What follows belongs to an exercise in optimizing a design on an open flow for small area; a production flow would make more cautious choices. Where RTL was checked, it was by simulation tests only, not by an equivalence proof against the original. No activity file was given, so power comes from the tool's default toggle rates.

## job 101
// le_law
module le_law (
    input  wire        clk,
    input  wire        rst,
    input  wire        cfg_we,
    input  wire [3:0]  cfg_addr,
    input  wire [31:0] cfg_wdata,
    input  wire        in_valid,
    output wire        in_ready,
    input  wire [31:0] in_y,
    input  wire [31:0] in_sp,
    input  wire [31:0] in_ff,
    output reg         out_valid,
    output reg         out_fail,
    output wire [31:0] out_us,
    output wire [31:0] out_r,
    output wire [31:0] out_e,
    output wire [31:0] out_u
);
export LEC_CHECK = 0
export ABC_CLOCK_PERIOD_IN_PS = 16000
export CAP_MARGIN = 20
export CORE_MARGIN = 2
export CORE_UTILIZATION = 50
export CTS_BUF_LIST = sky130_fd_sc_hd__clkbuf_4
export CTS_CLUSTER_SIZE = 30
export SLEW_MARGIN = 20
create_clock -name core_clock -period 20.0 [get_ports {clk}]
run.sh (not shown) runs the stock make flow with config.mk's settings and CLKGATE_MAP_FILE= SYNTH_SCRIPT=/design/flow/synth_recipe.tcl, a recipe that flattens the netlist after the stock synthesis.
What job 102 does differently from job 101 at the input level:
diff --git a/flow/config.mk b/flow/config.mk
--- a/flow/config.mk
+++ b/flow/config.mk
@@ -9,6 +9,4 @@
 export CAP_MARGIN = 20
 export CORE_MARGIN = 2
-export CORE_UTILIZATION = 50
-export CTS_BUF_LIST = sky130_fd_sc_hd__clkbuf_4
-export CTS_CLUSTER_SIZE = 30
+export CORE_UTILIZATION = 25
 export SLEW_MARGIN = 20
==> comparison <==
First-pass GRT wire length: job 102 lower than job 101
Diff job 101 -> job 102: clock period minus final worst setup slack rose 210 ps; average vias per placed instance fell 0.96; register-to-register slack rose 140 ps; final design instance area without fill rose about 3.7%.
The area of the multi-input gates was comparable across job 102 and job 101.

Another version of the RTL of le_law (not shown whole).
For scale: ~2,900 cells after synthesis, about 850 flip-flops, about 270 I/O pins.
Design le_law, start of the top module:
module le_law (
    input  wire        clk,
    input  wire        rst,
    input  wire        cfg_we,
    input  wire [3:0]  cfg_addr,
    input  wire [31:0] cfg_wdata,
    input  wire        in_valid,
    output wire        in_ready,
    input  wire [31:0] in_y,
    input  wire [31:0] in_sp,
    input  wire [31:0] in_ff,
    output reg         out_valid,
    output reg         out_fail,
    output wire [31:0] out_us,
    output wire [31:0] out_r,
    output wire [31:0] out_e,
    output wire [31:0] out_u
);
export LEC_CHECK = 0
export ABC_CLOCK_PERIOD_IN_PS = 16000
export CAP_MARGIN = 20
export CORE_MARGIN = 2
export CORE_UTILIZATION = 50
export CTS_CLUSTER_DIAMETER = 100
export CTS_CLUSTER_SIZE = 25
export SLEW_MARGIN = 20
create_clock -name core_clock -period 20.0 [get_ports {clk}]
The first run completed with no timing, DRC or antenna violations.
Next try:
Settings changed: ABC_AREA set to 1.
What happened: Sequential share of layout area is about the same; cell area stays flat; final cell count came out higher by 16%; combinational power came out higher by about 4%; synthesized cell count came out higher by 20%; power came out higher by 1.5%; global-route usage came out higher by 1.7 points; die area came out lower by 0.81%; first-iteration DRC count came out higher by 11%.
Next try:
Settings changed: ABC_AREA 1 to not set, CTS_CLUSTER_DIAMETER 100 to 60, CTS_CLUSTER_SIZE 25 to 30.
Outcome: Fmax falls by 12%. Non-clock buffer count rises by 9. Global-route usage falls by 1.7 points. Total power rises by 4.3%. Cell area rises by 1.6%.

Another version of the RTL of le_law (not shown whole).
Size in the first run: about 2800 cells after synthesis, roughly 840 flip-flops, roughly 31000 um^2 of cells after synthesis.
Settings: LEC_CHECK=0, ABC_CLOCK_PERIOD_IN_PS=16000, CAP_MARGIN=20, CORE_MARGIN=2, CORE_UTILIZATION=72, CTS_CLUSTER_DIAMETER=80, CTS_CLUSTER_SIZE=25, SLEW_MARGIN=20; clock period 20.0 ns.
standard.sh (not shown) runs the stock make flow with config.mk's settings and CLKGATE_MAP_FILE= SYNTH_SCRIPT=/design/flow/synth_recipe.tcl, a recipe that flattens the netlist after the stock synthesis.
==> flow/flow/run.sh <==
#!/bin/bash
# Layout: the standard flow, with the port buffers made from the smallest
# buffer cell instead of the one buffer_ports picks by itself. Every input and
# output port still gets its own buffer. The whole make output goes to
# flow_make.log in the work folder.
set -euo pipefail
export BUFFER_PORTS_ARGS="-buffer_cell sky130_fd_sc_hd__buf_1"
bash standard.sh "BUFFER_PORTS_ARGS=-buffer_cell sky130_fd_sc_hd__buf_1" finish > flow_make.log 2>&1
Next try:
- CORE_UTILIZATION: 72 -> 65
- CTS_CLUSTER_DIAMETER: 80 -> 100
- CTS_CLUSTER_SIZE: 25 -> 30
What happened: The new run completed with no timing, DRC or antenna violations. First-iteration DRC count drops by 22%. Non-clock buffer count stays the same. Power drops by 3.6%. Critical path depth drops by 4. Final cell count climbs by about 0.43%. Flip-flop and latch count is unchanged. Worst hold slack is worse by 0.012 ns. Clock skew drops by 0.022 ns. Combinational power drops by about 2%. Sequential share of layout area climbs by 0.41 points. Setup slack is worse by 0.11 ns.
Next try:
- CTS_CLUSTER_SIZE: 30 -> 25
Effect: Clock-buffer cell count grows by 7. Cell count hardly moves. Via count went up by 0.96%. Power went up by 2.4%. Die area is unchanged. Global-route usage rises by 0.51 points. Maximum frequency shrinks by 0.54%. Utilization rises by 0.42 points. Setup slack degrades by 0.068 ns. Synthesized cell count is unchanged.
No functional check of the RTL was part of any run of this note.

==> what the ideal ports hide <==
The flow's constraints put no driver on any port. The routed layouts listed below were extracted and timed again, unchanged, in two steps.
Step 1: set_driving_cell puts a clkbuf_16 on clk and a buf_2 on each other input, an assumption about the parent block.
Step 2 adds t to the input delays and takes it off the output delays; t is the mean of the earliest and latest rising clock arrival at the registers after step 1. Input paths then give back, and output paths get back, about the clock's delay inside the block.
Three values: ideal ports, drivers, drivers and shift; two values: the first two.
run | shift t [ns] | slack for setup (ns) | worst setup path at the end | latest minus earliest clock arrival (ns)
job 101 | 1.104 | 9.446 / 9.483 / 8.379 | input to register | 0.091 / 0.091
job 102 | 0.719 | 9.240 / 9.213 / 8.542 | input to register | 0.101 / 0.100
the first run of note 2 | 0.663 | 7.366 / 7.400 / 6.737 | input to register | 0.046 / 0.047
the second run of note 2 | 0.678 | 8.835 / 8.876 / 8.198 | input to register | 0.056 / 0.055
the third run of note 2 | 0.691 | 7.366 / 7.400 / 6.709 | input to register | 0.046 / 0.047
the first run of note 3 | 0.666 | 7.571 / 7.585 / 6.919 | input to register | 0.048 / 0.048
the second run of note 3 | 0.649 | 7.458 / 7.485 / 6.835 | input to register | 0.028 / 0.027
the third run of note 3 | 0.651 | 7.390 / 7.415 / 6.764 | input to register | 0.061 / 0.061
After both steps setup and hold are still met in every run listed. The setup slack of job 101, which loses most, moves by +0.037 ns with the drivers and by -1.067 ns with both steps.
